This design comes from an exercise in tuning for small area, a short achievable clock period and few clock cycles per item on the open sky130 flow, not from production work. RTL that was checked went through simulation tests only; none was proved equivalent to the original. The RTL of run 4 was laid out without a check of its function. Power is estimated from default activity; no workload was simulated.

<file path="flow/flow/run.sh">
#!/bin/bash
# Standard layout, with the ports buffered by a plain buffer and timing
# repair asked to leave more setup slack than the clock needs.
set -euo pipefail
export BUFFER_PORTS_ARGS="-buffer_cell sky130_fd_sc_hd__buf_2"
bash standard.sh SETUP_SLACK_MARGIN=30.95 SKIP_GATE_CLONING=1 finish > standard.log 2>&1
</file>
<file path="flow/standard.sh">
#!/bin/bash
# synth_recipe.tcl (not shown) runs the flow's synth.tcl, then flattens the netlist and writes it again
# the make line also repeats each setting of config.mk as NAME=value (left out here)
make -C /OpenROAD-flow-scripts/flow DESIGN_CONFIG=/design/flow/config.mk WORK_HOME=/design/flow/orfs CLKGATE_MAP_FILE= SYNTH_SCRIPT=/design/flow/synth_recipe.tcl "${@:-finish}"
</file>
<file path="flow/config.mk">
export PLATFORM = sky130hd
export DESIGN_NAME = iris4_packer
export DESIGN_NICKNAME = iris4_packer
export VERILOG_FILES = /design/flow/design.v
export SDC_FILE = /design/flow/constraint.sdc
export NUM_CORES = 4
export LEC_CHECK = 0
export CAP_MARGIN = 20
export CORE_MARGIN = 2
export CORE_UTILIZATION = 60
export CTS_CLUSTER_DIAMETER = 90
export CTS_CLUSTER_SIZE = 28
export PLACE_DENSITY = 0.72
export SLEW_MARGIN = 20
</file>
<file path="flow/constraint.sdc">
create_clock -name core_clock -period 40.0 [get_ports {clk}]
set_input_delay 8.0000 -clock core_clock [delete_from_list [all_inputs] [get_ports {clk}]]
set_output_delay 8.0000 -clock core_clock [all_outputs]
set_load 0.01 [all_outputs]
</file>
<file path="flow/design.v">
module iris4_scale (
    input  wire [7:0]  ex,
    input  wire [19:0] frh,       
    input  wire        frs,       
    output reg  [7:0]  scale
);
    wire [3:0]  fr = frh[19:16];  
    wire        lo = (|frh[15:0]) | frs;
    reg [7:0] e;
    reg [1:0] f;
    always @* begin
        if (fr[3:1] == 3'd0 || (fr == 4'b0010 && !lo)) begin
            e = ex - 8'd90;  f = 2'd2;                       
        end else if (fr < 4'b0101 || (fr == 4'b0101 && !lo)) begin
            e = ex - 8'd90;  f = 2'd3;                       
        end else if (fr[3:1] < 3'b100 || (fr == 4'b1000 && !lo)) begin
            e = ex - 8'd89;  f = 2'd0;                       
        end else if (fr[3:1] < 3'b111 || (fr == 4'b1110 && !lo)) begin
            e = ex - 8'd89;  f = 2'd1;                       
        end else begin
            e = ex - 8'd89;  f = 2'd2;
        end
        if (ex == 8'd0 || e[7] || (e == 8'd0 && f == 2'd0))
            scale = 8'h01;
        else
            scale = {e[5:0], f};
    end
endmodule
module iris4_quant (
    input  wire        sgn,
    input  wire [7:0]  ex,        
    input  wire [19:0] fr,        
    input  wire        frs,       
    input  wire [15:0] draw,      
    input  wire [7:0]  scale,
    input  wire [1:0]  rnd,       
    output reg  [3:0]  code
);
    localparam RNE = 2'd0, RTZ = 2'd1, RSTO = 2'd2;
    wire [5:0] se = scale[7:2];
    wire [1:0] f  = scale[1:0];
    wire [2:0] D  = {1'b1, f};
    wire over = (ex > 8'h99) ||
                (ex == 8'h99 && ({fr, frs} > {20'h20000, 1'b0}));
    wire lt = fr[19:18] < f;
    wire [7:0] K   = {2'b00, se} + 8'd88;
    wire [8:0] shv = {1'b0, K} - {1'b0, ex};        
    wire       shv_le0 = shv[8] || (shv == 9'd0);
    wire       shv_big = !shv[8] && (shv[7:0] > 8'd21);
    reg  [4:0]  sh;
    reg  [1:0]  u;                
    always @* begin
        if (shv_le0) begin
            sh = {4'd0, !lt};
            if (shv == 9'd0)          u = lt ? 2'd0 : 2'd1;
            else if (shv == 9'h1FF)   u = lt ? 2'd1 : 2'd2;
            else                      u = 2'd2;
        end else begin
            sh = shv_big ? 5'd21 : shv[4:0];
            u  = 2'd0;
        end
    end
    wire [20:0] A  = {ex != 8'd0, fr};
    wire [20:0] Ns = A >> sh;
    reg         st;
    integer i;
    always @* begin
        st = frs;
        for (i = 0; i < 21; i = i + 1)
            if (i < sh) st = st | A[i];
    end
    wire [4:0] T = Ns[20:16];
    reg  [1:0] keep;
    reg  [2:0] rtop;
    always @* begin
        if (T >= {2'b00, D} + {1'b0, D, 1'b0}) begin      
            keep = 2'd3;  rtop = T - ({2'b00, D} + {1'b0, D, 1'b0});
        end else if (T >= {1'b0, D, 1'b0}) begin           
            keep = 2'd2;  rtop = T - {1'b0, D, 1'b0};
        end else if (T >= {2'b00, D}) begin
            keep = 2'd1;  rtop = T - {2'b00, D};
        end else begin
            keep = 2'd0;  rtop = T[2:0];
        end
    end
    wire [2:0] X = D - rtop;
    wire [3:0] rh   = {rtop, Ns[15]};
    wire       lo0  = (Ns[14:0] == 15'd0);
    wire       ne_gt = (rh > {1'b0, D}) || (rh == {1'b0, D} && !lo0);
    wire       ne_eq = (rh == {1'b0, D}) && lo0;
    wire       up_ne = ne_gt || (ne_eq && (st || keep[0]));
    wire [18:0] Ys   = {3'd0, Ns[15:0]} + {1'b0, draw, 2'b00} +
                       (f[0] ? {3'd0, draw} : 19'd0) + (f[1] ? {2'd0, draw, 1'b0} : 19'd0);
    wire        up_so = Ys[18:16] >= X;
    wire up = (rnd == RSTO) ? up_so : (rnd == RNE) ? up_ne : 1'b0;
    reg  [2:0] kr;
    reg  [3:0] halves;
    reg  [2:0] mag;
    always @* begin
        kr = {1'b0, keep} + {2'b00, up};
        case (u)
            2'd0:    halves = {1'b0, kr};
            2'd1:    halves = {kr, 1'b0};
            default: halves = {kr[1:0], 2'b00};
        endcase
        case (halves)
            4'd0:    mag = 3'd0;
            4'd1:    mag = 3'd1;
            4'd2:    mag = 3'd2;
            4'd3:    mag = 3'd3;
            4'd4:    mag = 3'd4;
            4'd6:    mag = 3'd5;
            4'd8:    mag = 3'd6;
            default: mag = 3'd7;
        endcase
        if (over)
            code = {sgn, 3'd7};
        else if (mag == 3'd0)
            code = 4'h0;
        else
            code = {sgn, mag};
    end
endmodule
module iris4_packer (
    input  wire         clk,
    input  wire         rst,
    input  wire         in_valid,
    output wire         in_ready,
    input  wire [31:0]  in_data,
    input  wire [15:0]  in_draw,
    input  wire         in_last,
    input  wire [1:0]   in_rnd,
    input  wire         in_sat,
    input  wire         in_flush,
    output wire         out_valid,
    input  wire         out_ready,
    output wire [7:0]   out_scale,
    output wire [127:0] out_codes,
    output wire [5:0]   out_nsat,
    output wire [5:0]   out_nflush,
    output wire [5:0]   out_nnan
);
    localparam integer NR  = 34;                 
    localparam integer TAP = NR - 2;             
    localparam integer W   = 46;                 
    reg  [W-1:0]  ring [0:NR-1];
    reg  [NR-1:0] rv;            
    reg  [5:0]    skip;          
    reg  [5:0]    gap;           
    reg           ready;         
    reg           blk_open;      
    reg           new0;          
    reg           r0_last;       
    reg  [1:0]    r0_rnd;        
    reg           r0_sat;
    reg           r0_flush;
    reg  [7:0]   acc_sc;         
    reg          acc_nz;         
    reg          acc_nb;         
    reg  [5:0]   acc_nnn;        
    reg  [5:0]   acc_nov;        
    reg  [5:0]   acc_nfl;        
    reg  [1:0]   acc_rnd;
    reg          acc_done;       
    reg          acc_empty;      
    reg  [4:0]   acc_cnt;        
    reg          d1_v;
    reg  [7:0]   d1_scale;
    reg  [1:0]   d1_rnd;
    reg  [4:0]   d1_cnt;         
    reg  [5:0]   d1_nflush;
    reg  [5:0]   d1_n;           
    reg  [7:0]   cur_scale;
    reg  [4:0]   cur_cnt;        
    reg  [1:0]   cur_rnd;
    reg          act;            
    reg  [4:0]   idx;
    reg          ovalid;
    reg  [7:0]   scale;
    reg  [127:0] codes;
    reg  [5:0]   nsat;
    reg  [5:0]   nflush;
    reg  [5:0]   nnan;
    assign in_ready   = ready;
    assign out_valid  = ovalid;
    assign out_scale  = scale;
    assign out_codes  = codes;
    assign out_nsat   = nsat;
    assign out_nflush = nflush;
    assign out_nnan   = nnan;
    wire         in_fire = in_valid && in_ready;
    wire [W-1:0] in_slot = {in_draw, in_data[31:3], |in_data[2:0]};
    wire [W-1:0] e0      = ring[0];
    wire         e_last  = r0_last;
    wire [7:0]   e_ex    = e0[28:21];
    wire         e_mnz   = (e0[20:1] != 20'd0) || e0[0];
    wire         e_isnan = (e_ex == 8'hFF) && e_mnz;
    wire         e_flsh  = r0_flush && (e_ex == 8'd0) && e_mnz;
    wire         e_over  = !e_isnan && ((e_ex > 8'h99) ||
                           (e_ex == 8'h99 && ({e0[20:1], e0[0]} > {20'h20000, 1'b0})));
    wire         e_nz    = !e_isnan && !e_flsh && ((e_ex != 8'd0) || e_mnz);
    wire [7:0] e_sc0, e_sc;
    iris4_scale u_scale (
        .ex    (e_ex),
        .frh   (e0[20:1]),
        .frs   (e0[0]),
        .scale (e_sc0)
    );
    assign e_sc = e_over ? 8'hFE : e_sc0;
    wire [7:0] acc_scale = acc_nb ? 8'hFF : acc_nz ? acc_sc : 8'h00;
    wire [5:0] acc_nsat  = acc_nb ? 6'd0 : acc_nov;
    wire [5:0] acc_nnan  = acc_nb ? acc_nnn : 6'd0;
    wire [W-1:0] t      = ring[TAP];
    wire         t_last = (idx == cur_cnt);
    wire         first  = !act;
    wire [3:0] q_code;
    iris4_quant u_quant (
        .sgn   (t[29]),
        .ex    (t[28:21]),
        .fr    (t[20:1]),
        .frs   (t[0]),
        .draw  (t[45:30]),
        .scale (cur_scale),
        .rnd   (cur_rnd),
        .code  (q_code)
    );
    wire [3:0] code = (cur_scale == 8'hFF) ? 4'h8 :
                      (cur_scale == 8'h00) ? 4'h0 : q_code;
    wire t_base   = rv[TAP] && (skip == 6'd0);
    wire t_sure   = t_base && (act || ((d1_v || acc_done) && !ovalid));
    wire t_cond   = t_base && !act && (d1_v || acc_done);
    wire take     = t_sure || (t_cond && out_ready);
    wire d1_take  = take && first && d1_v;
    wire acc_take = take && first && !d1_v;
    wire xfer     = acc_done && !d1_v;
    wire xfer0    = xfer;
    wire xfer1    = xfer;
    wire acc_free = xfer;
    wire [NR-2:0] rv_lo   = {rv[TAP-1:0], in_ready ? in_valid : rv[NR-1]};
    wire [5:0]    skip0   = (skip != 6'd0) ? skip - 6'd1 : rv[TAP] ? NR - 1 : 6'd0;
    wire [5:0]    skip1   = 6'd0;                
    wire [5:0]    gap0    = (gap == NR - 1) ? 6'd0 : gap + 6'd1;
    wire          accd0   = new0 ? e_last : (acc_done && d1_v);
    wire          accd1   = accd0;
    wire          d1v0    = acc_done || d1_v;
    wire          d1v1    = !first && (acc_done || d1_v);
    wire busy00 = (accd0 && d1v0);               
    wire busy01 = (accd1 && d1v1);               
    wire busy10 = (accd0 || d1v0);               
    wire busy11 = (accd1 || d1v1);
    reg  [TAP:0]  late0;
    integer p;
    always @* begin
        for (p = 0; p <= TAP; p = p + 1)
            late0[p] = rv_lo[p] && (p + skip0 >= TAP + 1);
    end
    wire nolate0 = !(|late0);                    
    wire slot00 = !rv[TAP] && (blk_open ? (gap0 == 6'd0) : nolate0);
    wire slot01 = !blk_open || (gap0 == 6'd0);   
    wire slot10 = !rv[TAP] && (in_last ? nolate0 : 1'b1);
    wire slot11 = 1'b1;
    wire rdy00 = slot00 && !busy00;
    wire rdy01 = slot01 && !busy01;
    wire rdy10 = slot10 && !(in_last ? busy10 : busy00);
    wire rdy11 = slot11 && !(in_last ? busy11 : busy01);
    wire ready_n = in_fire ? (take ? rdy11 : rdy10) : (take ? rdy01 : rdy00);
    wire [7:0] d1s0 = xfer0 ? acc_scale : d1_scale;
    wire [7:0] d1s1 = xfer1 ? acc_scale : d1_scale;
    wire [1:0] d1r0 = xfer0 ? acc_rnd   : d1_rnd;
    wire [1:0] d1r1 = xfer1 ? acc_rnd   : d1_rnd;
    wire       a_init    = acc_empty || acc_done;
    wire [7:0] acc_sc_n  = (a_init || e_sc > acc_sc) ? e_sc : acc_sc;
    wire       acc_nz_n  = (a_init ? 1'b0 : acc_nz) | e_nz;
    wire       acc_nb_n  = (a_init ? 1'b0 : acc_nb) | e_isnan | (e_over && !r0_sat);
    wire [7:0] accs_new  = acc_nb_n ? 8'hFF : acc_nz_n ? acc_sc_n : 8'h00;
    wire [7:0] accs      = new0 ? accs_new : acc_scale;
    wire [1:0] accr      = new0 ? r0_rnd : acc_rnd;
    wire [7:0] cur0 = act     ? cur_scale : d1v0 ? d1s0 : accs;
    wire [7:0] cur1 = !t_last ? cur_scale : d1v1 ? d1s1 : accs;
    wire [1:0] crn0 = act     ? cur_rnd   : d1v0 ? d1r0 : accr;
    wire [1:0] crn1 = !t_last ? cur_rnd   : d1v1 ? d1r1 : accr;
    wire [4:0] d1c0 = xfer0 ? acc_cnt : d1_cnt;
    wire [4:0] d1c1 = xfer1 ? acc_cnt : d1_cnt;
    wire [4:0] accc = new0 ? (a_init ? 5'd0 : acc_cnt + 5'd1) : acc_cnt;
    wire [4:0] ccn0 = act     ? cur_cnt : d1v0 ? d1c0 : accc;
    wire [4:0] ccn1 = !t_last ? cur_cnt : d1v1 ? d1c1 : accc;
    integer i;
    reg  [127:0] codes_n;
    reg          c_sel, c_clr;
    always @* begin
        for (i = 0; i < 32; i = i + 1) begin
            c_sel = take && (idx == i);
            c_clr = take && first;
            codes_n[4*i +: 4] = ({4{c_sel}} & code) | ({4{!c_sel && !c_clr}} & codes[4*i +: 4]);
        end
    end
    always @(posedge clk)
        codes <= codes_n;
    always @(posedge clk) begin
        for (i = 1; i < NR; i = i + 1)
            ring[i] <= ring[i-1];
        ring[0]  <= in_ready ? in_slot : ring[NR-1];
        r0_last  <= in_last;
        r0_rnd   <= in_rnd;
        r0_sat   <= in_sat;
        r0_flush <= in_flush;
        if (rst) begin
            rv       <= {NR{1'b0}};
            skip     <= 6'd0;
            gap      <= 6'd0;
            ready    <= 1'b1;
            blk_open <= 1'b0;
            new0     <= 1'b0;
            acc_done <= 1'b0;
            acc_empty <= 1'b1;
            cur_scale <= 8'd0;
            cur_cnt  <= 5'd0;
            cur_rnd  <= 2'd0;
            d1_v     <= 1'b0;
            act      <= 1'b0;
            idx      <= 5'd0;
            ovalid   <= 1'b0;
        end else begin
            rv       <= {rv[TAP] && !take, rv_lo};
            skip     <= take ? skip1 : skip0;
            gap      <= in_fire ? 6'd0 : gap0;
            ready    <= ready_n;
            blk_open <= in_fire ? !in_last : blk_open;
            new0     <= in_fire;
            cur_scale <= take ? cur1  : cur0;
            cur_cnt   <= take ? ccn1  : ccn0;
            cur_rnd   <= take ? crn1  : crn0;
            if (new0) begin
                acc_sc    <= acc_sc_n;
                acc_nz    <= acc_nz_n;
                acc_nb    <= acc_nb_n;
                acc_nnn   <= (a_init ? 6'd0 : acc_nnn) + {5'd0, !e_isnan};
                acc_nov   <= (a_init ? 6'd0 : acc_nov) + {5'd0, e_over};
                acc_nfl   <= (a_init ? 6'd0 : acc_nfl) + {5'd0, e_flsh};
                acc_rnd   <= r0_rnd;
                acc_cnt   <= a_init ? 5'd0 : acc_cnt + 5'd1;
                acc_done  <= e_last;
                acc_empty <= 1'b0;
            end else if (acc_free) begin
                acc_done  <= 1'b0;
                acc_empty <= 1'b1;
            end
            if (xfer) begin
                d1_v      <= !acc_take;
                d1_scale  <= acc_scale;
                d1_rnd    <= acc_rnd;
                d1_cnt    <= acc_cnt;
                d1_n      <= acc_nb ? acc_nnn : acc_nov;
                d1_nflush <= acc_nfl;
            end else if (d1_take) begin
                d1_v <= 1'b0;
            end
            if (ovalid && out_ready)
                ovalid <= 1'b0;
            if (take) begin
                if (first) begin
                    scale   <= cur_scale;
                    nsat    <= d1_v ? (d1_scale == 8'hFF ? 6'd0 : d1_n) : acc_nsat;
                    nflush  <= d1_v ? d1_nflush : acc_nfl;
                    nnan    <= d1_v ? (d1_scale == 8'hFF ? d1_n : 6'd0) : acc_nnan;
                end
                if (t_last) begin
                    ovalid <= 1'b1;
                    act    <= 1'b0;
                    idx    <= 5'd0;
                end else begin
                    act    <= 1'b1;
                    idx    <= idx + 5'd1;
                end
            end
        end
    end
endmodule
</file>
==> report_table.html, run 1 <==
<table>
<tr><th>Metric</th><th>Value</th></tr>
<tr><th colspan="2">Routing</th></tr>
<tr><td>DRC errors left</td><td>0</td></tr>
<tr><td>Routed length per placed instance</td><td>18.4 um</td></tr>
<tr><td>Via count normalized by instance count</td><td>5.27</td></tr>
<tr><td>Total detailed-routing wirelength</td><td>94,700 um</td></tr>
<tr><td>Via count</td><td>27,100</td></tr>
<tr><td>Count of routing violations after the opening detailed-route iteration</td><td>1,843</td></tr>
<tr><td>Number of optimization iterations in the first detailed-route pass</td><td>5</td></tr>
<tr><td>Antenna violation net count after detailed routing</td><td>0</td></tr>
<tr><th colspan="2">Synth</th></tr>
<tr><td>Post-synthesis cell area</td><td>0.0501 sq mm</td></tr>
<tr><td>Cells after Synth</td><td>3,743</td></tr>
<tr><td>Adder-cell share of the synthesized area</td><td>4.13%</td></tr>
<tr><td>Count of distinct cell types in the synthesized netlist</td><td>86</td></tr>
<tr><td>Post-synthesis share of cell area spent on and, or, nand and nor gates</td><td>7.14%</td></tr>
<tr><td>Combinational family with the most area after synthesis</td><td>compound AO/OA/AOI/OAI gates</td></tr>
<tr><td>Post-synthesis sequential area ratio</td><td>76.0%</td></tr>
<tr><td>Multiplexer area fraction after synthesis</td><td>2.40%</td></tr>
<tr><td>Share of async-settable or async-resettable flops after synthesis</td><td>0%</td></tr>
<tr><td>Total number of yosys warnings</td><td>4</td></tr>
<tr><td>Fraction of the mapped netlist area in compound gates</td><td>7.40%</td></tr>
<tr><td>Number of flip-flops and latches in the synthesized netlist</td><td>1,859</td></tr>
<tr><td>Synth Net Count</td><td>3,945</td></tr>
<tr><td>Number of enable flip-flop cells after synthesis</td><td>88</td></tr>
<tr><td>Xor and xnor area share after synthesis</td><td>1.15%</td></tr>
<tr><td>Post-synthesis area per instance</td><td>13.4 sq um</td></tr>
<tr><td>Dominant synthesized flop cell</td><td>dfxtp_1</td></tr>
<tr><th colspan="2">Setup path</th></tr>
<tr><td>Total number of cells along the worst setup path</td><td>1</td></tr>
<tr><td>Critical path buffers and inverters</td><td>1</td></tr>
<tr><td>CP required</td><td>32.00 ns</td></tr>
<tr><td>Cell breakdown of the critical path</td><td>buf_2</td></tr>
<tr><td>Data arrival time at the worst-slack endpoint</td><td>1.22 ns</td></tr>
<tr><td>Depth of the worst register-to-register path</td><td>37</td></tr>
<tr><td>Startpoint kind of the worst setup timing path</td><td>flip-flop</td></tr>
<tr><td>Crit Path Max Fanout</td><td>1</td></tr>
<tr><td>Master of the slowest instance on the critical path</td><td>edfxtp_1</td></tr>
<tr><td>Kind of end point of the critical path</td><td>output port</td></tr>
<tr><td>Gate family responsible for the most delay along the worst path</td><td>flip-flops</td></tr>
<tr><td>Classification of the worst setup path</td><td>reg -&gt; out</td></tr>
<tr><td>Critical Path Max Stage Delay</td><td>0.40 ns</td></tr>
<tr><th colspan="2">Global route</th></tr>
<tr><td>Vias in the first global route</td><td>26,000</td></tr>
<tr><td>Antenna violations before repair</td><td>6</td></tr>
<tr><td>Largest net degree at the start of global routing</td><td>59</td></tr>
<tr><td>Overflow after GRT</td><td>0</td></tr>
<tr><td>All-layer global routing usage</td><td>21.5%</td></tr>
<tr><td>Wire length of the first global-routing pass</td><td>145,000 um</td></tr>
<tr><th colspan="2">Min path</th></tr>
<tr><td>Type of the most critical hold path</td><td>reg -&gt; reg</td></tr>
<tr><td>Hold Crit Depth</td><td>0</td></tr>
<tr><th colspan="2">Clock network</th></tr>
<tr><td>Worst-skew pair later-pin latency</td><td>0.68 ns</td></tr>
<tr><td>Number of buffers inserted during clock tree synthesis</td><td>77</td></tr>
<tr><td>CTS root buffer</td><td>clkbuf_16</td></tr>
<tr><td>Buffers from clock root to sink, at most</td><td>3</td></tr>
<tr><td>Worst-path clk slew</td><td>0.10 ns</td></tr>
<tr><td>H-tree levels</td><td>3</td></tr>
<tr><td>Number of hold buffers added after cts</td><td>0</td></tr>
<tr><td>TritonCTS sink count</td><td>1,859</td></tr>
<tr><td>TritonCTS clock tree</td><td>done</td></tr>
<tr><th colspan="2">Timing</th></tr>
<tr><td>Slew at the pin with the worst max-slew slack</td><td>1.10 ns</td></tr>
<tr><td>Fin crit period</td><td>9.22 ns</td></tr>
<tr><td>Endpoints failing hold</td><td>0</td></tr>
<tr><td>Worst hold margin</td><td>0.308 ns</td></tr>
<tr><td>Number of endpoints failing setup at the final stage</td><td>0</td></tr>
<tr><td>Share of the clock period used by the worst path after layout</td><td>23.1%</td></tr>
<tr><td>Total negative slack</td><td>0 ns</td></tr>
<tr><td>Worst clock skew on the final layout</td><td>0.0375 ns</td></tr>
<tr><td>Setup repair after global routing missed its margin</td><td>yes</td></tr>
<tr><td>Worst setup margin</td><td>30.78 ns</td></tr>
<tr><td>Worst slew margin relative to its limit</td><td>26.9%</td></tr>
<tr><td>Count of final max-slew check failures</td><td>0</td></tr>
<tr><td>Fmax</td><td>108 MHz</td></tr>
<tr><th colspan="2">Finish</th></tr>
<tr><td>Number of fillers in the final layout</td><td>5,699</td></tr>
<tr><td>Growth of design area from synthesis to finish</td><td>13.9%</td></tr>
<tr><td>Share of the core filled with cells</td><td>68.7%</td></tr>
<tr><td>Fraction of layout cells with a size suffix above 1</td><td>18.9%</td></tr>
<tr><td>Final net count</td><td>4,247</td></tr>
<tr><td>Final standard cell area without fillers</td><td>0.0571 sq mm</td></tr>
<tr><td>Post-route non-filler standard cell count</td><td>5,148</td></tr>
<tr><th colspan="2">Place</th></tr>
<tr><td>RePlAce Congestion</td><td>0.922</td></tr>
<tr><td>Post-Place Cell Area</td><td>0.0525 sq mm</td></tr>
<tr><td>Buffers on Ports</td><td>212</td></tr>
<tr><td>Pre-CTS worst setup slack</td><td>29.55 ns</td></tr>
<tr><td>Placed wire-length estimate after detailed placement</td><td>59,100 um</td></tr>
<tr><td>Number of cells after detailed placement</td><td>4,949</td></tr>
<tr><th colspan="2">Die</th></tr>
<tr><td>Die X-Extent</td><td>293 um</td></tr>
<tr><td>Initial core utilization</td><td>60.3%</td></tr>
<tr><td>Die Outline Area</td><td>0.0859 sq mm</td></tr>
<tr><td>Number of I/O pins</td><td>213</td></tr>
<tr><td>Die Y-Extent</td><td>293 um</td></tr>
<tr><td>Placeable core region</td><td>0.0832 sq mm</td></tr>
<tr><td>Standard-cell row count</td><td>106</td></tr>
<tr><th colspan="2">Power</th></tr>
<tr><td>Largest vdd supply drop</td><td>0.0963 mV</td></tr>
<tr><td>Pwr Density</td><td>81.1 mW/mm^2</td></tr>
<tr><td>Power, Total</td><td>4.63 mW</td></tr>
<tr><td>Reported leakage power</td><td>23.6 nW</td></tr>
<tr><th colspan="2">Run</th></tr>
<tr><td>Number of max-cap violations</td><td>0</td></tr>
<tr><th colspan="2">Status</th></tr>
<tr><td>Outcome</td><td>finished clean</td></tr>
</table>
routing by layer:
layer | routed length [um] | GRT usage [%] | part of all wire (%)
met1 | 44400 | 30.6 | 47
met2 | 43200 | 33.8 | 46
met3 | 4040 | 2.96 | 4.3
met4 | 3120 | 7.80 | 3.3
met5 | 0 | 0 | 0
cells by family after synthesis:
logic type,after synthesis
AND/OR/NAND/NOR,738
XOR/XNOR,65
adder cells (fa/ha/maj),145
multiplexers,111
flip-flops,1859
AO/OA/AOI/OAI,591
buffers and inverters,234
layout by cell type, fill, tap and decap left out, types with 19 or more instances in the layout:
master / count
a21oi_1: 108
a31oi_1: 23
buf_2: 76
buf_4: 94
buf_6: 146
clkbuf_16: 79
dfxtp_1: 1639
dfxtp_2: 127
edfxtp_1: 88
fa_1: 33
ha_1: 108
inv_1: 122
mux2_2: 73
mux2i_1: 35
nand2_1: 193
nand2b_1: 26
nand3_1: 160
nand4_1: 20
nor2_1: 111
nor2b_1: 48
nor3_1: 19
o21ai_0: 222
o22ai_1: 26
xnor2_1: 45
Yosys cell counts (9+ instances only):
cell | number | area [sq um]
o211ai_1 | 13 | 97.6
o31ai_1 | 14 | 105
a21o_1 | 11 | 82.6
nor2_1 | 127 | 477
o22ai_1 | 28 | 175
and2_1 | 16 | 100
nand2_1 | 208 | 781
dfxtp_1 | 1771 | 35500
fa_1 | 34 | 681
mux2i_1 | 38 | 380
xnor2_1 | 45 | 394
nand4_1 | 20 | 125
o21ai_0 | 234 | 1170
a211oi_1 | 12 | 90.1
nor3_1 | 23 | 115
or2_2 | 14 | 87.6
a31oi_1 | 25 | 156
nor4_1 | 19 | 119
a21oi_1 | 115 | 576
nand2b_1 | 28 | 175
clkbuf_1 | 90 | 338
inv_1 | 125 | 469
or3_1 | 15 | 93.8
mux2_2 | 73 | 822
o21a_1 | 12 | 90.1
edfxtp_1 | 88 | 2640
a21boi_0 | 9 | 67.6
nor2b_1 | 49 | 307
and3_1 | 13 | 81.3
o221ai_1 | 10 | 87.6
xor2_1 | 19 | 166
a221o_1 | 9 | 90.1
ha_1 | 111 | 1390
nand3_1 | 182 | 911
worst paths after layout:
check                from      endpoint  slack, ns
min          ring[27][45]  ring[28][45]       0.31
min reg2reg  ring[27][45]  ring[28][45]       0.31
max               nsat[1]   out_nsat[1]      30.78
max reg2reg  ring[32][22]     codes[65]      31.25
area by class of cell:
class                      instances  area, sq um  area share, %
antenna                            4         10.0         0.0175
sequential                      1859        38300           67.0
clock buffer                      87         2010           3.51
multi-input combinational       1650        11800           20.6
tap                             1080         1350           2.37
timing repair buffer             330         3000           5.24
clock inverter                    11          215          0.377
inverter                         127          480          0.841
flip-flops by register name, summed over array words and instances, names as in the netlist, 6 cells and up:
register	count
scale	8
acc_nfl	6
nnan	6
ring	1564
acc_nnn	6
cur_scale	8
skip	6
rv	34
nsat	6
gap	6
d1_nflush	6
d1_n	6
nflush	6
codes	128
acc_nov	6
acc_sc	8
d1_scale	8
power by group:
group	internal, mW	total, mW	switching [mW]	leakage, nW
sequential	2.22	2.34	0.119	15.8
combinational	0.536	1.39	0.850	6.80
clock	0.375	0.906	0.531	1.08
repair_timing:
item	CTS	global route
buffers inserted	39	58
setup endpoints to repair	357	326
pin swaps	11	33
gates resized for setup	338	91
Testbench counts, summed over its fixed seeds: cycles 61,642, blocks 2,048.
==> run 2, diff against run 1 <==
--- a/flow/flow/run.sh
+++ b/flow/flow/run.sh
@@ -5,2 +5,2 @@
 export BUFFER_PORTS_ARGS="-buffer_cell sky130_fd_sc_hd__buf_2"
-bash standard.sh SETUP_SLACK_MARGIN=30.95 SKIP_GATE_CLONING=1 finish > standard.log 2>&1
+bash standard.sh SETUP_SLACK_MARGIN=30.8 SKIP_GATE_CLONING=1 finish > standard.log 2>&1
==> report_table.html, run 2 <==
<table>
<tr><th>Metric</th><th>Value</th></tr>
<tr><th colspan="2">Status</th></tr>
<tr><td>Outcome</td><td>finished clean</td></tr>
<tr><th colspan="2">Timing</th></tr>
<tr><td>Worst hold margin</td><td>0.302 ns (-0.00536 ns)</td></tr>
<tr><td>Fin crit period</td><td>9.29 ns (+0.0670 ns)</td></tr>
<tr><td>Count of final max-slew check failures</td><td>0 (unchanged)</td></tr>
<tr><td>Endpoints failing hold</td><td>0 (unchanged)</td></tr>
<tr><td>Fmax</td><td>108 MHz (-0.72%)</td></tr>
<tr><td>Share of the clock period used by the worst path after layout</td><td>23.2% (+0.17 points)</td></tr>
<tr><td>Slew at the pin with the worst max-slew slack</td><td>1.08 ns (-0.0183 ns)</td></tr>
<tr><td>Worst slew margin relative to its limit</td><td>27.3% (+0.41 points)</td></tr>
<tr><td>Worst setup margin</td><td>30.71 ns (-0.0670 ns)</td></tr>
<tr><td>Worst clock skew on the final layout</td><td>0.0401 ns (+0.00258 ns)</td></tr>
<tr><td>Setup repair after global routing missed its margin</td><td>yes</td></tr>
<tr><td>Total negative slack</td><td>0 ns (unchanged)</td></tr>
<tr><td>Number of endpoints failing setup at the final stage</td><td>0 (unchanged)</td></tr>
<tr><th colspan="2">Die</th></tr>
<tr><td>Standard-cell row count</td><td>106 (unchanged)</td></tr>
<tr><td>Die Y-Extent</td><td>293 um (unchanged)</td></tr>
<tr><td>Die Outline Area</td><td>0.0859 sq mm (unchanged)</td></tr>
<tr><td>Die X-Extent</td><td>293 um (unchanged)</td></tr>
<tr><td>Placeable core region</td><td>0.0832 sq mm (unchanged)</td></tr>
<tr><td>Number of I/O pins</td><td>213 (unchanged)</td></tr>
<tr><td>Initial core utilization</td><td>60.3% (unchanged)</td></tr>
<tr><th colspan="2">Finish</th></tr>
<tr><td>Fraction of layout cells with a size suffix above 1</td><td>15.3% (-3.6 points)</td></tr>
<tr><td>Registers with the highest flip-flop counts</td><td>ring x1564, codes x128, rv x34</td></tr>
<tr><td>Most common library cell in the layout ignoring fill and taps</td><td>dfxtp_1</td></tr>
<tr><td>Largest register FFs</td><td>1,564 (unchanged)</td></tr>
<tr><td>Number of fillers in the final layout</td><td>5,973 (+4.8%)</td></tr>
<tr><td>Area used by multi-input combinational logic</td><td>0.0115 sq mm (-2.4%)</td></tr>
<tr><td>Register Area</td><td>0.0382 sq mm (-0.20%)</td></tr>
<tr><td>Growth of design area from synthesis to finish</td><td>10.9%</td></tr>
<tr><td>Post-route non-filler standard cell count</td><td>5,090 (-1.1%)</td></tr>
<tr><td>Share of the core filled with cells</td><td>66.8% (-1.8 points)</td></tr>
<tr><td>Final net count</td><td>4,190 (-1.3%)</td></tr>
<tr><td>Final standard cell area without fillers</td><td>0.0556 sq mm (-2.7%)</td></tr>
<tr><td>Most frequent cells in the layout</td><td>dfxtp_1, o21ai_0, nand2_1, buf_2, nand3_1</td></tr>
<tr><td>Top reg by flops</td><td>ring</td></tr>
<tr><th colspan="2">Synth</th></tr>
<tr><td>Number of flip-flops and latches in the synthesized netlist</td><td>1,859 (unchanged)</td></tr>
<tr><td>Post-synthesis area per instance</td><td>13.4 sq um (unchanged)</td></tr>
<tr><td>Share of async-settable or async-resettable flops after synthesis</td><td>0% (unchanged)</td></tr>
<tr><td>Number of enable flip-flop cells after synthesis</td><td>88 (unchanged)</td></tr>
<tr><td>Total number of yosys warnings</td><td>4 (unchanged)</td></tr>
<tr><td>Ranking of synthesized cells by instance count</td><td>dfxtp_1, o21ai_0, nand2_1</td></tr>
<tr><td>Post-synthesis cell area</td><td>0.0501 sq mm (unchanged)</td></tr>
<tr><td>Synth Net Count</td><td>3,945 (unchanged)</td></tr>
<tr><td>Cells after Synth</td><td>3,743 (unchanged)</td></tr>
<tr><td>Synth top area cells</td><td>dfxtp_1, edfxtp_1, ha_1, o21ai_0, nand3_1</td></tr>
<tr><td>Largest area contributor in the netlist</td><td>dfxtp_1</td></tr>
<tr><td>Proportion of netlist area held by the largest area contributor</td><td>70.7% (unchanged)</td></tr>
<tr><td>Dominant synthesized flop cell</td><td>dfxtp_1</td></tr>
<tr><td>Count of distinct cell types in the synthesized netlist</td><td>86 (unchanged)</td></tr>
<tr><td>Post-synthesis sequential area ratio</td><td>76.0% (unchanged)</td></tr>
<tr><td>Count leader, synth</td><td>dfxtp_1</td></tr>
<tr><th colspan="2">Global route</th></tr>
<tr><td>Antenna violations before repair</td><td>2 (-4)</td></tr>
<tr><td>Overflow after GRT</td><td>0 (unchanged)</td></tr>
<tr><td>Largest net degree at the start of global routing</td><td>73 (+24%)</td></tr>
<tr><td>All-layer global routing usage</td><td>21.0% (-0.45 points)</td></tr>
<tr><td>Wire length of the first global-routing pass</td><td>142,000 um (-2.3%)</td></tr>
<tr><td>Vias in the first global route</td><td>25,100 (-3.1%)</td></tr>
<tr><th colspan="2">Run</th></tr>
<tr><td>Number of max-cap violations</td><td>0 (unchanged)</td></tr>
<tr><th colspan="2">Setup path</th></tr>
<tr><td>Data arrival time at the worst-slack endpoint</td><td>1.29 ns (+0.07 ns)</td></tr>
<tr><td>Cell breakdown of the critical path</td><td>buf_16 -&gt; buf_6</td></tr>
<tr><td>Master of the slowest instance on the critical path</td><td>dfxtp_4</td></tr>
<tr><td>Kind of end point of the critical path</td><td>output port</td></tr>
<tr><td>Critical path buffers and inverters</td><td>2 (+1)</td></tr>
<tr><td>Slack of the worst reg-to-reg path</td><td>31.27 ns (+0.02 ns)</td></tr>
<tr><td>Crit Path Max Fanout</td><td>2 (+1)</td></tr>
<tr><td>Startpoint kind of the worst setup timing path</td><td>flip-flop</td></tr>
<tr><td>CP required</td><td>32.00 ns (about the same)</td></tr>
<tr><td>Classification of the worst setup path</td><td>reg -&gt; out</td></tr>
<tr><td>Gate family responsible for the most delay along the worst path</td><td>flip-flops</td></tr>
<tr><td>Critical Path Max Stage Delay</td><td>0.37 ns (-0.03 ns)</td></tr>
<tr><th colspan="2">Clock network</th></tr>
<tr><td>H-tree levels</td><td>3 (unchanged)</td></tr>
<tr><td>Number of buffers inserted during clock tree synthesis</td><td>77 (unchanged)</td></tr>
<tr><td>Worst-path clk slew</td><td>0.11 ns (about the same)</td></tr>
<tr><td>TritonCTS clock tree</td><td>done</td></tr>
<tr><td>Worst-skew pair later-pin latency</td><td>0.68 ns (about the same)</td></tr>
<tr><td>Buffers from clock root to sink, at most</td><td>3 (unchanged)</td></tr>
<tr><td>TritonCTS sink count</td><td>1,859 (unchanged)</td></tr>
<tr><td>CTS root buffer</td><td>clkbuf_16</td></tr>
<tr><th colspan="2">Power</th></tr>
<tr><td>Reported leakage power</td><td>23.1 nW (-2.1%)</td></tr>
<tr><td>Internal power contribution</td><td>3.06 mW (-2.2%)</td></tr>
<tr><td>Power, Total</td><td>4.52 mW (-2.3%)</td></tr>
<tr><td>Share of power burned in combinational logic</td><td>28.1% (-1.8 points)</td></tr>
<tr><td>Pwr Density</td><td>81.4 mW/mm^2 (+0.36%)</td></tr>
<tr><td>Register share of total power</td><td>51.7% (+1.2 points)</td></tr>
<tr><td>Switching Power</td><td>1.46 mW (-2.6%)</td></tr>
<tr><td>Clk pwr share</td><td>20.1% (+0.5 points)</td></tr>
<tr><td>Largest vdd supply drop</td><td>0.137 mV (+42%)</td></tr>
<tr><td>Sw Ratio</td><td>32.3% (-0.082 points)</td></tr>
<tr><th colspan="2">Routing</th></tr>
<tr><td>Routed length per placed instance</td><td>18.0 um (-2.2%)</td></tr>
<tr><td>Via count normalized by instance count</td><td>5.22 (-0.93%)</td></tr>
<tr><td>Number of optimization iterations in the first detailed-route pass</td><td>5 (unchanged)</td></tr>
<tr><td>Antenna violation net count after detailed routing</td><td>0 (unchanged)</td></tr>
<tr><td>Total detailed-routing wirelength</td><td>91,600 um (-3.3%)</td></tr>
<tr><td>DRC errors left</td><td>0 (unchanged)</td></tr>
<tr><td>Via count</td><td>26,600 (-2.0%)</td></tr>
<tr><td>Count of routing violations after the opening detailed-route iteration</td><td>2,123 (+15%)</td></tr>
<tr><th colspan="2">Min path</th></tr>
<tr><td>Type of the most critical hold path</td><td>reg -&gt; reg</td></tr>
<tr><th colspan="2">Place</th></tr>
<tr><td>Pre-CTS worst setup slack</td><td>29.69 ns (+0.143 ns)</td></tr>
<tr><td>RePlAce Congestion</td><td>0.916 (-0.68%)</td></tr>
<tr><td>Post-Place Cell Area</td><td>0.0525 sq mm (about the same)</td></tr>
<tr><td>Placed wire-length estimate after detailed placement</td><td>58,600 um (-0.96%)</td></tr>
<tr><td>Buffers on Ports</td><td>212 (unchanged)</td></tr>
<tr><td>Number of cells after detailed placement</td><td>4,951 (+0.040%)</td></tr>
</table>
[run 2: cell types whose count changed in the layout (fill, tap and decap cells not counted), moves of 4 or more]
cell     delta
nand3_2    -10
nand2_4     -5
dfxtp_1    +62
nor2_4      -7
o21ai_1     -8
nand3_1    +14
nor2_1      +5
dfxtp_2    -63
nand3_4     -4
buf_2     +109
o21ai_0     +9
buf_4      -37
buf_6     -127
nand2_2     +5
[run 2: worst reg2reg max path, delay by kind of cell (launching register included)]
kind                     cells  cell delay, ns
AO/OA/AOI/OAI               11            2.63
adder cells (fa/ha/maj)      6            1.79
XOR/XNOR                     1            0.40
flip-flops                   1            0.50
AND/OR/NAND/NOR             13            2.23
multiplexers                 2            0.47
buffers and inverters        5            0.59
[run 2: logic make-up after synthesis]
group	count (synthesis)	share of synthesized area (%)
AOI/OAI and AO/OA	591	7.40
xor gates and xnor gates	65	1.15
adders and majority gates	145	4.13
buffers and inverters	234	1.79
DFF	1859	76.0
muxes	111	2.40
and+or+nand+nor	738	7.15
[run 2: path summary, 6_finish.rpt]
kind                start           end  cells past startpoint
max reg2reg  cur_scale[5]     codes[89]                     38
max                 ready      in_ready                      2
min          ring[18][20]  ring[19][20]                      0
min reg2reg  ring[18][20]  ring[19][20]                      0
[run 2: repair_timing]
item / CTS / global route
resized for setup: 53 / 107
pin swaps: 4 / 9
endpoints found under the setup margin: 190 / 225
hold buffers: 0 / 0
setup buffers: 11 / 27
[run 2: metal layers]
| metal | vias to the layer above | wire length [um] | track usage (%) |
|---|---|---|---|
| li1 | 13100 | - | - |
| met1 | 12700 | 43800 | 31.1 |
| met2 | 664 | 41400 | 32.7 |
| met3 | 154 | 4060 | 2.58 |
| met4 | 0 | 2360 | 6.42 |
| met5 | - | 0 | 0 |
[run 2: area by class of cell]
type	count	share of cell area, %
Antenna cell	4	0.0180
Inverter	127	0.858
Tap cell	1080	2.43
Multi-Input combinational cell	1650	20.7
Clock buffer	85	3.56
Clock inverter	12	0.446
Sequential cell	1859	68.7
Timing Repair Buffer	273	3.27
[run 2: power groups by stage]
stage               registers, mW  logic, mW  clock network (mW)
finish                       2.34       1.27               0.911
global placement             2.37       1.16                   0
CTS                          2.35       1.21               0.932
floorplan                    2.32      0.834                   0
detailed placement           2.38       1.16                   0
global route                 2.38       1.39               0.999
==> run 3, diff against run 2 <==
--- a/flow/config.mk
+++ b/flow/config.mk
@@ -10,4 +10,4 @@
 export CORE_UTILIZATION = 60
-export CTS_CLUSTER_DIAMETER = 90
-export CTS_CLUSTER_SIZE = 28
+export CTS_CLUSTER_DIAMETER = 70
+export CTS_CLUSTER_SIZE = 32
 export PLACE_DENSITY = 0.72
==> report_table.html, run 3 <==
<table>
<tr><th>Metric</th><th>Value</th></tr>
<tr><th colspan="2">Routing</th></tr>
<tr><td>Count of routing violations after the opening detailed-route iteration</td><td>2,031 (-4.3%)</td></tr>
<tr><td>Via count normalized by instance count</td><td>5.19 (-0.59%)</td></tr>
<tr><td>Via count</td><td>26,400 (-0.61%)</td></tr>
<tr><td>Antenna violation net count after detailed routing</td><td>0 (unchanged)</td></tr>
<tr><td>Total detailed-routing wirelength</td><td>91,500 um (about the same)</td></tr>
<tr><td>Number of optimization iterations in the first detailed-route pass</td><td>6 (+1)</td></tr>
<tr><td>Routed length per placed instance</td><td>18.0 um (about the same)</td></tr>
<tr><td>DRC errors left</td><td>0 (unchanged)</td></tr>
<tr><th colspan="2">Die</th></tr>
<tr><td>Die Y-Extent</td><td>293 um (unchanged)</td></tr>
<tr><td>Number of I/O pins</td><td>213 (unchanged)</td></tr>
<tr><td>Placeable core region</td><td>0.0832 sq mm (unchanged)</td></tr>
<tr><td>Die X-Extent</td><td>293 um (unchanged)</td></tr>
<tr><td>Standard-cell row count</td><td>106 (unchanged)</td></tr>
<tr><td>Die Outline Area</td><td>0.0859 sq mm (unchanged)</td></tr>
<tr><td>Initial core utilization</td><td>60.3% (unchanged)</td></tr>
<tr><th colspan="2">Timing</th></tr>
<tr><td>Worst hold margin</td><td>0.277 ns (-0.0251 ns)</td></tr>
<tr><td>Setup repair after global routing missed its margin</td><td>yes</td></tr>
<tr><td>Endpoints failing hold</td><td>0 (unchanged)</td></tr>
<tr><td>Count of final max-slew check failures</td><td>0 (unchanged)</td></tr>
<tr><td>Worst clock skew on the final layout</td><td>0.0563 ns (+0.0162 ns)</td></tr>
<tr><td>Share of the clock period used by the worst path after layout</td><td>23.1% (-0.10 points)</td></tr>
<tr><td>Total negative slack</td><td>0 ns (unchanged)</td></tr>
<tr><td>Number of endpoints failing setup at the final stage</td><td>0 (unchanged)</td></tr>
<tr><td>Slew at the pin with the worst max-slew slack</td><td>1.28 ns (+0.199 ns)</td></tr>
<tr><td>Fin crit period</td><td>9.25 ns (-0.0408 ns)</td></tr>
<tr><td>Worst setup margin</td><td>30.75 ns (+0.0408 ns)</td></tr>
<tr><td>Fmax</td><td>108 MHz (+0.44%)</td></tr>
<tr><td>Worst slew margin relative to its limit</td><td>14.8% (-12 points)</td></tr>
<tr><th colspan="2">Finish</th></tr>
<tr><td>Number of fillers in the final layout</td><td>5,955 (-0.30%)</td></tr>
<tr><td>Area used by multi-input combinational logic</td><td>0.0116 sq mm (+1.0%)</td></tr>
<tr><td>Largest register FFs</td><td>1,564 (unchanged)</td></tr>
<tr><td>Top reg by flops</td><td>ring</td></tr>
<tr><td>Most frequent cells in the layout</td><td>dfxtp_1, o21ai_0, nand2_1, buf_2, nand3_1</td></tr>
<tr><td>Most common library cell in the layout ignoring fill and taps</td><td>dfxtp_1</td></tr>
<tr><td>Share of the core filled with cells</td><td>66.8% (about the same)</td></tr>
<tr><td>Growth of design area from synthesis to finish</td><td>10.8% (about the same)</td></tr>
<tr><td>Fraction of layout cells with a size suffix above 1</td><td>15.2% (-0.12 points)</td></tr>
<tr><td>Final standard cell area without fillers</td><td>0.0556 sq mm (about the same)</td></tr>
<tr><td>Post-route non-filler standard cell count</td><td>5,089 (-0.020%)</td></tr>
<tr><td>Final net count</td><td>4,182 (-0.19%)</td></tr>
<tr><td>Registers with the highest flip-flop counts</td><td>ring x1564, codes x128, rv x34</td></tr>
<tr><td>Register Area</td><td>0.0382 sq mm (about the same)</td></tr>
<tr><th colspan="2">Synth</th></tr>
<tr><td>Xor and xnor area share after synthesis</td><td>1.15% (unchanged)</td></tr>
<tr><td>Count leader, synth</td><td>dfxtp_1</td></tr>
<tr><td>Post-synthesis cell area</td><td>0.0501 sq mm (unchanged)</td></tr>
<tr><td>Synth top area cells</td><td>dfxtp_1, edfxtp_1, ha_1, o21ai_0, nand3_1</td></tr>
<tr><td>Count of distinct cell types in the synthesized netlist</td><td>86 (unchanged)</td></tr>
<tr><td>Combinational family with the most area after synthesis</td><td>compound AO/OA/AOI/OAI gates</td></tr>
<tr><td>Post-synthesis share of cell area spent on and, or, nand and nor gates</td><td>7.14% (unchanged)</td></tr>
<tr><td>Largest area contributor in the netlist</td><td>dfxtp_1</td></tr>
<tr><td>Post-synthesis sequential area ratio</td><td>76.0% (unchanged)</td></tr>
<tr><td>Post-synthesis area per instance</td><td>13.4 sq um (unchanged)</td></tr>
<tr><td>Synth Net Count</td><td>3,945 (unchanged)</td></tr>
<tr><td>Cells after Synth</td><td>3,743 (unchanged)</td></tr>
<tr><td>Fraction of the mapped netlist area in compound gates</td><td>7.40% (unchanged)</td></tr>
<tr><td>Proportion of netlist area held by the largest area contributor</td><td>70.7% (unchanged)</td></tr>
<tr><td>Total number of yosys warnings</td><td>4 (unchanged)</td></tr>
<tr><td>Dominant synthesized flop cell</td><td>dfxtp_1</td></tr>
<tr><td>Share of async-settable or async-resettable flops after synthesis</td><td>0% (unchanged)</td></tr>
<tr><td>Number of flip-flops and latches in the synthesized netlist</td><td>1,859 (unchanged)</td></tr>
<tr><td>Adder-cell share of the synthesized area</td><td>4.13% (unchanged)</td></tr>
<tr><td>Number of enable flip-flop cells after synthesis</td><td>88 (unchanged)</td></tr>
<tr><td>Multiplexer area fraction after synthesis</td><td>2.40% (unchanged)</td></tr>
<tr><td>Ranking of synthesized cells by instance count</td><td>dfxtp_1, o21ai_0, nand2_1</td></tr>
<tr><th colspan="2">Place</th></tr>
<tr><td>Post-Place Cell Area</td><td>0.0525 sq mm (unchanged)</td></tr>
<tr><td>Buffers on Ports</td><td>212 (unchanged)</td></tr>
<tr><td>Number of cells after detailed placement</td><td>4,951 (unchanged)</td></tr>
<tr><td>RePlAce Congestion</td><td>0.916 (unchanged)</td></tr>
<tr><td>Placed wire-length estimate after detailed placement</td><td>58,600 um (unchanged)</td></tr>
<tr><td>Pre-CTS worst setup slack</td><td>29.69 ns (unchanged)</td></tr>
<tr><th colspan="2">Setup path</th></tr>
<tr><td>Crit Path Max Fanout</td><td>4 (+2)</td></tr>
<tr><td>Data arrival time at the worst-slack endpoint</td><td>1.25 ns (-0.04 ns)</td></tr>
<tr><td>Startpoint kind of the worst setup timing path</td><td>flip-flop</td></tr>
<tr><td>CP required</td><td>32.00 ns (about the same)</td></tr>
<tr><td>Classification of the worst setup path</td><td>reg -&gt; out</td></tr>
<tr><td>Kind of end point of the critical path</td><td>output port</td></tr>
<tr><th colspan="2">Power</th></tr>
<tr><td>Power, Total</td><td>4.55 mW (+0.55%)</td></tr>
<tr><td>Reported leakage power</td><td>23.1 nW (about the same)</td></tr>
<tr><td>Pwr Density</td><td>81.8 mW/mm^2 (+0.57%)</td></tr>
<tr><td>Largest vdd supply drop</td><td>0.115 mV (-16%)</td></tr>
<tr><th colspan="2">Clock network</th></tr>
<tr><td>TritonCTS sink count</td><td>1,859 (unchanged)</td></tr>
<tr><td>TritonCTS clock tree</td><td>done</td></tr>
<tr><td>Worst-path clk slew</td><td>0.12 ns (about the same)</td></tr>
<tr><td>Number of hold buffers added after cts</td><td>0 (unchanged)</td></tr>
<tr><td>CTS root buffer</td><td>clkbuf_16</td></tr>
<tr><td>Worst-skew pair later-pin latency</td><td>0.67 ns (about the same)</td></tr>
<tr><td>H-tree levels</td><td>3 (unchanged)</td></tr>
<tr><td>Number of buffers inserted during clock tree synthesis</td><td>73 (-5.2%)</td></tr>
<tr><td>Buffers from clock root to sink, at most</td><td>3 (unchanged)</td></tr>
<tr><th colspan="2">Global route</th></tr>
<tr><td>Antenna violations before repair</td><td>2 (unchanged)</td></tr>
<tr><td>Vias in the first global route</td><td>25,000 (-0.50%)</td></tr>
<tr><td>Wire length of the first global-routing pass</td><td>141,000 um (-0.48%)</td></tr>
<tr><td>All-layer global routing usage</td><td>20.9% (-0.14 points)</td></tr>
<tr><td>Largest net degree at the start of global routing</td><td>73 (unchanged)</td></tr>
<tr><td>Overflow after GRT</td><td>0 (unchanged)</td></tr>
<tr><th colspan="2">Status</th></tr>
<tr><td>Outcome</td><td>finished clean</td></tr>
<tr><th colspan="2">Run</th></tr>
<tr><td>Number of max-cap violations</td><td>0 (unchanged)</td></tr>
<tr><th colspan="2">Min path</th></tr>
<tr><td>Type of the most critical hold path</td><td>reg -&gt; reg</td></tr>
</table>
[run 3: metal layers]
metal,wire (um),GRT usage [%],part of all wire [%],vias to the layer above
met5,0,0,0,-
met2,41200,32.2,45,585
met4,2370,6.13,2.6,0
met1,44200,31.0,48,12600
li1,-,-,-,13100
met3,3700,2.72,4.0,142
[run 3: path summary, 6_finish.rpt]
path / startpoint / to / slack, ns / cells past startpoint
setup / recovery: ready / in_ready / 30.75 / 2
hold / removal: ring[20][20] / ring[21][20] / 0.28 / 0
setup reg to reg: cur_scale[3] / codes[29] / 31.25 / 39
hold reg to reg: ring[20][20] / ring[21][20] / 0.28 / 0
[run 3: what timing repair did]
| action | CTS | global route |
|---|---|---|
| setup endpoints to repair | 179 | 212 |
| resized for setup | 36 | 122 |
| buffers inserted | 8 | 26 |
| pin swaps | 4 | 13 |
[run 3: cells by family after synthesis]
kind of cell / count (synthesis)
AOI/OAI and AO/OA: 591
xor gates and xnor gates: 65
adders and majority gates: 145
buffers and inverters: 234
DFF: 1859
muxes: 111
and+or+nand+nor: 738
[run 3: worst max-delay path, stage by stage (launching register included)]
cell and delay, ns:
dfxtp_2 0.33, clkbuf_16 0.15, buf_6 0.11
[run 3: power by group]
part	leakage (nW)	total, mW	switching, mW	internal [mW]
registers	15.7	2.34	0.119	2.22
clock network	1.06	0.894	0.536	0.358
logic	6.33	1.31	0.826	0.488
[run 3: layout make-up]
| class | instances | area share (%) |
|---|---|---|
| well taps | 1080 | 2.43 |
| multi-input cells | 1650 | 20.9 |
| clock inverters | 20 | 0.477 |
| diodes | 3 | 0.0135 |
| flip-flops and latches | 1859 | 68.7 |
| clock buffers | 81 | 3.43 |
| repair buffers | 269 | 3.19 |
| inverters | 127 | 0.858 |
==> run 4, diff against run 3 <==
--- a/flow/design.v
+++ b/flow/design.v
@@ -287,2 +287,7 @@
     integer i;
+    wire        hdr_ld = take && first;
+    wire [25:0] hdr_new = {cur_scale,
+                           d1_v ? (d1_scale == 8'hFF ? 6'd0 : d1_n) : acc_nsat,
+                           d1_v ? d1_nflush : acc_nfl,
+                           d1_v ? (d1_scale == 8'hFF ? d1_n : 6'd0) : acc_nnan};
     reg  [127:0] codes_n;
@@ -296,4 +301,7 @@
     end
-    always @(posedge clk)
+    always @(posedge clk) begin
+        {scale, nsat, nflush, nnan} <= ({26{hdr_ld}} & hdr_new) |
+                                       ({26{!hdr_ld}} & {scale, nsat, nflush, nnan});
         codes <= codes_n;
+    end
     always @(posedge clk) begin
@@ -360,8 +368,2 @@
             if (take) begin
-                if (first) begin
-                    scale   <= cur_scale;
-                    nsat    <= d1_v ? (d1_scale == 8'hFF ? 6'd0 : d1_n) : acc_nsat;
-                    nflush  <= d1_v ? d1_nflush : acc_nfl;
-                    nnan    <= d1_v ? (d1_scale == 8'hFF ? d1_n : 6'd0) : acc_nnan;
-                end
                 if (t_last) begin
--- a/flow/config.mk
+++ b/flow/config.mk
@@ -10,4 +10,4 @@
 export CORE_UTILIZATION = 60
-export CTS_CLUSTER_DIAMETER = 70
-export CTS_CLUSTER_SIZE = 32
+export CTS_CLUSTER_DIAMETER = 90
+export CTS_CLUSTER_SIZE = 28
 export PLACE_DENSITY = 0.72
==> report_table.html, run 4 <==
<table>
<tr><th>Metric</th><th>Value</th></tr>
<tr><th colspan="2">Status</th></tr>
<tr><td>Outcome</td><td>finished clean</td></tr>
<tr><th colspan="2">Global route</th></tr>
<tr><td>Antenna violations before repair</td><td>6 (+4)</td></tr>
<tr><td>Largest net degree at the start of global routing</td><td>68 (-6.8%)</td></tr>
<tr><td>Overflow after GRT</td><td>0 (unchanged)</td></tr>
<tr><td>Wire length of the first global-routing pass</td><td>147,000 um (+3.7%)</td></tr>
<tr><td>All-layer global routing usage</td><td>21.8% (+0.92 points)</td></tr>
<tr><td>Vias in the first global route</td><td>25,400 (+1.6%)</td></tr>
<tr><th colspan="2">Setup path</th></tr>
<tr><td>Critical path buffers and inverters</td><td>1 (-1)</td></tr>
<tr><td>Classification of the worst setup path</td><td>reg -&gt; out</td></tr>
<tr><td>Kind of end point of the critical path</td><td>output port</td></tr>
<tr><td>Startpoint kind of the worst setup timing path</td><td>flip-flop</td></tr>
<tr><td>Total number of cells along the worst setup path</td><td>1 (-1)</td></tr>
<tr><td>RR Startpoint</td><td>cur_scale[5]</td></tr>
<tr><td>Data arrival time at the worst-slack endpoint</td><td>1.37 ns (+0.12 ns)</td></tr>
<tr><td>Destination of the worst register-to-register timing path</td><td>codes[61]</td></tr>
<tr><td>Depth of the worst register-to-register path</td><td>37 (-5.1%)</td></tr>
<tr><td>Slack of the worst reg-to-reg path</td><td>31.35 ns (+0.10 ns)</td></tr>
<tr><td>Crit Path Max Fanout</td><td>1 (-3)</td></tr>
<tr><td>Master of the slowest instance on the critical path</td><td>edfxtp_1</td></tr>
<tr><td>Gate family responsible for the most delay along the worst path</td><td>flip-flops</td></tr>
<tr><td>CP required</td><td>32.00 ns (about the same)</td></tr>
<tr><td>Cell breakdown of the critical path</td><td>buf_2</td></tr>
<tr><td>Capture point of the worst path</td><td>out_scale[7]</td></tr>
<tr><td>Critical Path Max Stage Delay</td><td>0.51 ns (+0.18 ns)</td></tr>
<tr><th colspan="2">Routing</th></tr>
<tr><td>Total detailed-routing wirelength</td><td>96,100 um (+5.0%)</td></tr>
<tr><td>Antenna violation net count after detailed routing</td><td>0 (unchanged)</td></tr>
<tr><td>DRC errors left</td><td>0 (unchanged)</td></tr>
<tr><td>Number of optimization iterations in the first detailed-route pass</td><td>5 (-1)</td></tr>
<tr><td>Routed length per placed instance</td><td>18.7 um (+3.7%)</td></tr>
<tr><td>Via count</td><td>27,100 (+2.6%)</td></tr>
<tr><td>Via count normalized by instance count</td><td>5.26 (+1.3%)</td></tr>
<tr><td>Count of routing violations after the opening detailed-route iteration</td><td>2,066 (+1.7%)</td></tr>
<tr><th colspan="2">Synth</th></tr>
<tr><td>Post-synthesis sequential area ratio</td><td>75.3% (-0.64 points)</td></tr>
<tr><td>Number of enable flip-flop cells after synthesis</td><td>88 (unchanged)</td></tr>
<tr><td>Synth top area cells</td><td>dfxtp_1, edfxtp_1, ha_1, o21ai_0, nand2_1</td></tr>
<tr><td>Synth Net Count</td><td>4,031 (+2.2%)</td></tr>
<tr><td>Post-synthesis area per instance</td><td>13.2 sq um (-1.4%)</td></tr>
<tr><td>Total number of yosys warnings</td><td>4 (unchanged)</td></tr>
<tr><td>Ranking of synthesized cells by instance count</td><td>dfxtp_1, nand2_1, o21ai_0</td></tr>
<tr><td>Dominant synthesized flop cell</td><td>dfxtp_1</td></tr>
<tr><td>Number of flip-flops and latches in the synthesized netlist</td><td>1,859 (unchanged)</td></tr>
<tr><td>Count leader, synth</td><td>dfxtp_1</td></tr>
<tr><td>Cells after Synth</td><td>3,827 (+2.2%)</td></tr>
<tr><td>Count of distinct cell types in the synthesized netlist</td><td>90 (+4.7%)</td></tr>
<tr><td>Share of async-settable or async-resettable flops after synthesis</td><td>0% (unchanged)</td></tr>
<tr><td>Post-synthesis cell area</td><td>0.0506 sq mm (+0.85%)</td></tr>
<tr><td>Proportion of netlist area held by the largest area contributor</td><td>70.1% (-0.59 points)</td></tr>
<tr><td>Largest area contributor in the netlist</td><td>dfxtp_1</td></tr>
<tr><th colspan="2">Place</th></tr>
<tr><td>Placed wire-length estimate after detailed placement</td><td>61,200 um (+4.5%)</td></tr>
<tr><td>Buffers on Ports</td><td>212 (unchanged)</td></tr>
<tr><td>RePlAce Congestion</td><td>0.906 (-1.1%)</td></tr>
<tr><td>Pre-CTS worst setup slack</td><td>28.60 ns (-1.09 ns)</td></tr>
<tr><th colspan="2">Timing</th></tr>
<tr><td>Worst clock skew on the final layout</td><td>0.0362 ns (-0.0201 ns)</td></tr>
<tr><td>Worst hold margin</td><td>0.306 ns (+0.0285 ns)</td></tr>
<tr><td>Fmax</td><td>107 MHz (-1.3%)</td></tr>
<tr><td>Setup repair after global routing missed its margin</td><td>yes</td></tr>
<tr><td>Endpoints failing hold</td><td>0 (unchanged)</td></tr>
<tr><td>Worst setup margin</td><td>30.63 ns (-0.120 ns)</td></tr>
<tr><td>Count of final max-slew check failures</td><td>0 (unchanged)</td></tr>
<tr><td>Number of endpoints failing setup at the final stage</td><td>0 (unchanged)</td></tr>
<tr><td>Worst slew margin relative to its limit</td><td>26.0% (+11 points)</td></tr>
<tr><td>Total negative slack</td><td>0 ns (unchanged)</td></tr>
<tr><td>Slew at the pin with the worst max-slew slack</td><td>1.10 ns (-0.177 ns)</td></tr>
<tr><td>Fin crit period</td><td>9.37 ns (+0.120 ns)</td></tr>
<tr><td>Share of the clock period used by the worst path after layout</td><td>23.4% (+0.30 points)</td></tr>
<tr><th colspan="2">Clock network</th></tr>
<tr><td>TritonCTS clock tree</td><td>done</td></tr>
<tr><td>CTS root buffer</td><td>clkbuf_16</td></tr>
<tr><td>Number of buffers inserted during clock tree synthesis</td><td>76 (+4.1%)</td></tr>
<tr><td>Buffers from clock root to sink, at most</td><td>3 (unchanged)</td></tr>
<tr><td>Worst-skew pair later-pin latency</td><td>0.68 ns (about the same)</td></tr>
<tr><td>H-tree levels</td><td>3 (unchanged)</td></tr>
<tr><td>TritonCTS sink count</td><td>1,859 (unchanged)</td></tr>
<tr><td>Worst-path clk slew</td><td>0.11 ns (about the same)</td></tr>
<tr><th colspan="2">Min path</th></tr>
<tr><td>Type of the most critical hold path</td><td>reg -&gt; reg</td></tr>
<tr><th colspan="2">Die</th></tr>
<tr><td>Initial core utilization</td><td>60.5% (+0.22 points)</td></tr>
<tr><td>Placeable core region</td><td>0.0836 sq mm (+0.48%)</td></tr>
<tr><td>Die Y-Extent</td><td>294 um (+0.42%)</td></tr>
<tr><td>Standard-cell row count</td><td>106 (unchanged)</td></tr>
<tr><td>Number of I/O pins</td><td>213 (unchanged)</td></tr>
<tr><td>Die X-Extent</td><td>294 um (+0.42%)</td></tr>
<tr><td>Die Outline Area</td><td>0.0866 sq mm (+0.84%)</td></tr>
<tr><th colspan="2">Finish</th></tr>
<tr><td>Most common library cell in the layout ignoring fill and taps</td><td>dfxtp_1</td></tr>
<tr><td>Top reg by flops</td><td>ring</td></tr>
<tr><td>Share of the core filled with cells</td><td>67.2% (+0.33 points)</td></tr>
<tr><td>Most frequent cells in the layout</td><td>dfxtp_1, nand2_1, o21ai_0, buf_2, nand3_1</td></tr>
<tr><td>Fraction of layout cells with a size suffix above 1</td><td>15.1% (-0.067 points)</td></tr>
<tr><td>Number of fillers in the final layout</td><td>5,938 (-0.29%)</td></tr>
<tr><td>Final net count</td><td>4,260 (+1.9%)</td></tr>
<tr><td>Registers with the highest flip-flop counts</td><td>ring x1564, codes x128, rv x34</td></tr>
<tr><td>Largest register FFs</td><td>1,564 (unchanged)</td></tr>
<tr><td>Growth of design area from synthesis to finish</td><td>11.0%</td></tr>
<tr><th colspan="2">Power</th></tr>
<tr><td>Reported leakage power</td><td>23.1 nW (+0.14%)</td></tr>
<tr><td>Pwr Density</td><td>86.0 mW/mm^2 (+5.1%)</td></tr>
<tr><td>Largest vdd supply drop</td><td>0.0944 mV (-18%)</td></tr>
<tr><th colspan="2">Run</th></tr>
<tr><td>Number of max-cap violations</td><td>0 (unchanged)</td></tr>
</table>
run 4: cell types whose count changed in the layout (fill, tap and decap cells not counted), moves of 12 or more:
cell	delta
o21ai_1	+12
buf_4	-13
mux2i_1	+18
a211oi_1	+18
dfxtp_1	-20
nand2_1	+48
dfxtp_2	+19
o21ai_0	-21
run 4: worst min-delay path by stage:
| stage | slack, ns | end | from | cells after the start |
|---|---|---|---|---|
| floorplan | 0.31 | ring[10][0] | ring[9][0] | 0 |
| finish | 0.31 | ring[29][43] | ring[28][43] | 0 |
| global route | 0.31 | ring[3][41] | ring[2][41] | 0 |
| global placement | 0.31 | ring[25][19] | ring[24][19] | 0 |
| detailed placement | 0.31 | ring[20][8] | ring[19][8] | 0 |
| CTS | 0.30 | ring[29][43] | ring[28][43] | 0 |
run 4: where the power goes:
part           internal [mW]  total, mW  switching, mW
clock network          0.355      0.881          0.526
registers               2.32       2.48          0.159
logic                  0.524       1.46          0.940
run 4: kinds of logic after synthesis:
group                      Yosys count  share of synthesized area (%)
muxes                              122                           2.58
buffers and inverters              256                           1.97
adders and majority gates          147                           4.14
DFF                               1859                           75.3
and+or+nand+nor                    775                           7.38
xor gates and xnor gates            65                           1.13
AOI/OAI and AO/OA                  603                           7.44
run 4: layout make-up:
cell class,instances,area [sq um],area share [%]
antenna,2,5.00,0.00892
timing repair buffer,274,1880,3.35
clock inverter,8,179,0.319
clock buffer,84,1930,3.44
tap,1080,1350,2.41
sequential,1859,38200,68.1
inverter,133,507,0.903
multi-input combinational,1712,12100,21.5
run 4: metrics by stage:
| step | instances | power (mW) | instance area (sq um) |
|---|---|---|---|
| detailed placement | 5016 | 3.83 | 52800 |
| global placement | 5016 | 3.81 | 52800 |
| CTS | 5133 | 4.77 | 55500 |
| floorplan | 3827 | 3.40 | 50800 |
| finish | 5152 | 4.82 | 56100 |
| global route | 5150 | 5.09 | 56100 |
run 4: metal layers:
layer | up-vias | GRT usage [%] | share of wire, %
met4 | 2 | 6.09 | 2.3
met5 | - | 0 | 0.016
li1 | 13300 | - | -
met2 | 702 | 33.5 | 44
met1 | 13000 | 32.7 | 49
met3 | 140 | 2.71 | 4.8
run 4: timing repair:
item | 4_1_cts | 5_1_grt
pin swaps | 8 | 12
buffers inserted | 25 | 17
hold buffers | 0 | 0
gates resized for setup | 77 | 136
setup endpoints to repair | 246 | 225

static timing again, ports no longer ideal:
The results above use ideal ports. As a check the final layouts listed here were re-extracted and re-timed, cells and wires unchanged.
Step 1 (the two cells are an assumption about what drives the block):
set clk [get_ports {clk}]
set_driving_cell -lib_cell sky130_fd_sc_hd__clkbuf_16 $clk
set_driving_cell -lib_cell sky130_fd_sc_hd__buf_2 [delete_from_list [all_inputs] $clk]
Step 2 times the ports against the registers' clock, not the clock port: input delays grow and output delays shrink by t, the midpoint of the rising clock arrivals with the driver on.
Three values: ideal, step 1, step 2; two values: the first two.
run	shift t [ns]	slack for setup (ns)	worst setup path at the end
run 1	0.728	30.778 / 30.706 / 30.166	input to register
run 2	0.730	30.711 / 30.641 / 30.072	input to register
run 3	0.713	30.751 / 30.680 / 30.176	input to register
run 4	0.728	30.631 / 30.563 / 29.948	input to register
After both steps every run listed still meets setup and hold. The setup slack of run 4, which loses most, moves by -0.068 ns with the drivers and by -0.683 ns with both steps.
